This is an optimization exercise on Yosys and OpenROAD, whose aim is small area, a short achievable clock period and few clock cycles per item, not a production implementation. In this exercise RTL edits were held to simulation tests only and were not proved equivalent to the original. Power is estimated from default activity; no workload was simulated.

lane 4:
==> flow/design.v <==
module div_unit (
    input  wire        clk,
    input  wire        rst,           
    input  wire        in_valid,
    output wire        in_ready,
    input  wire [63:0] in_a,          
    input  wire [63:0] in_b,          
    input  wire        in_signed,
    input  wire        in_w32,
    output reg         out_valid,
    output wire [63:0] out_q,         
    output wire [63:0] out_r,         
    output wire        out_z,
    output wire        out_n,
    output wire        out_c,
    output wire        out_v
);
    reg         busy;
    reg  [4:0]  cnt;
    reg  [63:0] a;           
    reg  [63:0] r;           
    reg  [63:0] qd;          
    reg         cin;         
    reg         sgn, w32, nega, qneg, dz;
    assign in_ready = ~busy;
    wire        x_neg  = in_signed & (in_w32 ? in_a[31] : in_a[63]);
    wire [63:0] x_mag  = x_neg ? (~in_a + 64'd1) : in_a;
    wire [63:0] a_init = in_w32 ? {x_mag[31:0], 32'd0} : x_mag;
    wire        d_neg  = in_signed & (in_w32 ? in_b[31] : in_b[63]);
    wire [63:0] d_ext  = in_w32 ? {{32{d_neg}}, in_b[31:0]} : in_b;
    wire [67:0] p  = {2'b00, r, a[63:62]};
    wire [67:0] m1 = {4'b1111, qd};
    wire [67:0] m2 = {3'b111, qd, cin};
    wire [67:0] s1 = p + m1 + {67'd0, cin};
    wire [67:0] s2 = p + m2 + {67'd0, cin};
    wire [67:0] cs_s = p ^ m1 ^ m2;
    wire [67:0] cs_c = (p & m1) | (p & m2) | (m1 & m2);
    wire [67:0] s3 = cs_s + {cs_c[66:0], cin} + {67'd0, cin};
    wire        d1 = ~s1[67];
    wire        d2 = ~s2[67];
    wire        d3 = ~s3[67];
    wire [63:0] r_nx = d3 ? s3[63:0] : d2 ? s2[63:0] : d1 ? s1[63:0] : p[63:0];
    wire [1:0]  qdig = {d2, d3 | (d1 & ~d2)};
    wire        last = (cnt[3:0] == 4'd15) & (w32 | cnt[4]);
    wire [63:0] q_full = dz ? 64'hFFFF_FFFF_FFFF_FFFF : (qneg ? (~a + 64'd1) : a);
    wire [63:0] r_full = nega ? (~r + 64'd1) : r;
    wire        q_ovf  = sgn & (w32 ? (qneg ? (a[31] & (a[30:0] != 31'd0)) : a[31])
                                    : (qneg ? (a[63] & (a[62:0] != 63'd0)) : a[63]));
    assign out_q = w32 ? {{32{sgn & q_full[31]}}, q_full[31:0]} : q_full;
    assign out_r = w32 ? {{32{sgn & r_full[31]}}, r_full[31:0]} : r_full;
    assign out_z = (r == 64'd0);
    assign out_n = out_q[63];
    assign out_c = dz;
    assign out_v = dz | q_ovf;
    always @(posedge clk) begin
        if (busy) begin
            a   <= {a[61:0], qdig};
            r   <= r_nx;
            cnt <= cnt + 5'd1;
        end else begin
            a    <= a_init;
            r    <= 64'd0;
            cnt  <= 5'd0;
            qd   <= d_neg ? d_ext : ~d_ext;
            cin  <= ~d_neg;
            dz   <= (d_ext == 64'd0);
            sgn  <= in_signed;
            w32  <= in_w32;
            nega <= x_neg;
            qneg <= x_neg ^ d_neg;
        end
    end
    always @(posedge clk) begin
        if (rst) begin
            busy      <= 1'b0;
            out_valid <= 1'b0;
        end else begin
            out_valid <= busy & last;
            if (busy)
                busy <= ~last;
            else
                busy <= in_valid;
        end
    end
endmodule
Settings: LEC_CHECK=0, CAP_MARGIN=20, CORE_MARGIN=2, CORE_UTILIZATION=40, PLACE_DENSITY=0.6, SETUP_SLACK_MARGIN=5, SLEW_MARGIN=20; clock period 11.5 ns.
run.sh (not shown) runs the stock make flow with config.mk's settings and CLKGATE_MAP_FILE= SYNTH_SCRIPT=/design/flow/synth_recipe.tcl, a recipe that flattens the netlist after the stock synthesis.
Testbench counts of lane 4, summed over its fixed seeds: cycles 200,728, divs 8,000.
Modified inputs, lane 1 compared to lane 4
--- a/flow/design.v
+++ b/flow/design.v
@@ -11,10 +11,11 @@
     output wire [63:0] out_q,         
     output wire [63:0] out_r,         
-    output wire        out_z,
-    output wire        out_n,
-    output wire        out_c,
-    output wire        out_v
+    output reg         out_z,
+    output reg         out_n,
+    output reg         out_c,
+    output reg         out_v
 );
-    reg         busy;
+    reg         busy;        
+    reg         fix;         
     reg  [4:0]  cnt;
     reg  [63:0] a;           
@@ -23,8 +24,12 @@
     reg         cin;         
     reg         sgn, w32, nega, qneg, dz;
-    assign in_ready = ~busy;
+    assign in_ready = ~busy & ~fix;
+    assign out_q    = a;
+    assign out_r    = r;
     wire        x_neg  = in_signed & (in_w32 ? in_a[31] : in_a[63]);
-    wire [63:0] x_mag  = x_neg ? (~in_a + 64'd1) : in_a;
-    wire [63:0] a_init = in_w32 ? {x_mag[31:0], 32'd0} : x_mag;
+    wire [63:0] n_in   = fix ? a : in_a;
+    wire        n_en   = fix ? qneg : x_neg;
+    wire [63:0] n_out  = n_en ? (~n_in + 64'd1) : n_in;
+    wire [63:0] a_init = in_w32 ? {n_out[31:0], 32'd0} : n_out;
     wire        d_neg  = in_signed & (in_w32 ? in_b[31] : in_b[63]);
     wire [63:0] d_ext  = in_w32 ? {{32{d_neg}}, in_b[31:0]} : in_b;
@@ -43,14 +48,10 @@
     wire [1:0]  qdig = {d2, d3 | (d1 & ~d2)};
     wire        last = (cnt[3:0] == 4'd15) & (w32 | cnt[4]);
-    wire [63:0] q_full = dz ? 64'hFFFF_FFFF_FFFF_FFFF : (qneg ? (~a + 64'd1) : a);
+    wire [63:0] q_full = dz ? 64'hFFFF_FFFF_FFFF_FFFF : n_out;
     wire [63:0] r_full = nega ? (~r + 64'd1) : r;
+    wire [63:0] q_fin  = w32 ? {{32{sgn & q_full[31]}}, q_full[31:0]} : q_full;
+    wire [63:0] r_fin  = w32 ? {{32{sgn & r_full[31]}}, r_full[31:0]} : r_full;
     wire        q_ovf  = sgn & (w32 ? (qneg ? (a[31] & (a[30:0] != 31'd0)) : a[31])
                                     : (qneg ? (a[63] & (a[62:0] != 63'd0)) : a[63]));
-    assign out_q = w32 ? {{32{sgn & q_full[31]}}, q_full[31:0]} : q_full;
-    assign out_r = w32 ? {{32{sgn & r_full[31]}}, r_full[31:0]} : r_full;
-    assign out_z = (r == 64'd0);
-    assign out_n = out_q[63];
-    assign out_c = dz;
-    assign out_v = dz | q_ovf;
     always @(posedge clk) begin
         if (busy) begin
@@ -58,4 +59,11 @@
             r   <= r_nx;
             cnt <= cnt + 5'd1;
+        end else if (fix) begin
+            a     <= q_fin;
+            r     <= r_fin;
+            out_z <= (r == 64'd0);
+            out_n <= q_fin[63];
+            out_c <= dz;
+            out_v <= dz | q_ovf;
         end else begin
             a    <= a_init;
@@ -74,11 +82,13 @@
         if (rst) begin
             busy      <= 1'b0;
+            fix       <= 1'b0;
             out_valid <= 1'b0;
         end else begin
-            out_valid <= busy & last;
+            out_valid <= fix;
+            fix       <= busy & last;
             if (busy)
                 busy <= ~last;
             else
-                busy <= in_valid;
+                busy <= in_valid & ~fix;
         end
     end
Final clock period utilization by the worst path: lane 1 vs lane 4 down 5.9 points. Between lane 4 and lane 1, the flow reports sequential cell count increasing by a few percent. Lane 1 gives less net count after synthesis than lane 4 did. Looking at post-synthesis compound-gate area fraction, lane 1 sits below lane 4. Going from lane 4 to lane 1, synthesis-to-layout area growth shrinks by 1.9 points. Sequential power grows by more than 10% when moving from lane 4 to lane 1.
Testbench counts of lane 1, summed over its fixed seeds: cycles 208,728, divs 8,000.

==> static timing again, ports no longer ideal <==
No port has a modelled driver above. Below, the same layouts with a new extraction and two added sets of constraints. Step 1 assumes that a clkbuf_16 drives the clock port and a buf_2 every other input. Step 2 also shifts input and output timing later by t, the mid clock arrival at the registers, as if the neighbouring blocks saw the same clock. a / b / c = no drivers / after step 1 / after step 2; a / b = the first two.
| run | t (ns) | setup WS [ns] | hold WS [ns] | latest minus earliest clock arrival (ns) | worst register clock-pin slew, ns |
|---|---|---|---|---|---|
| lane 4 | 0.597 | 4.829 / 4.767 / 4.903 | 0.437 / 0.437 / 0.437 | 0.020 / 0.020 | 0.07 / 0.07 |
| lane 1 | 0.663 | 5.506 / 5.506 / 5.506 | 0.530 / 0.530 / 0.530 | 0.024 / 0.024 | 0.07 / 0.07 |
After both steps setup and hold are still met in every run listed.
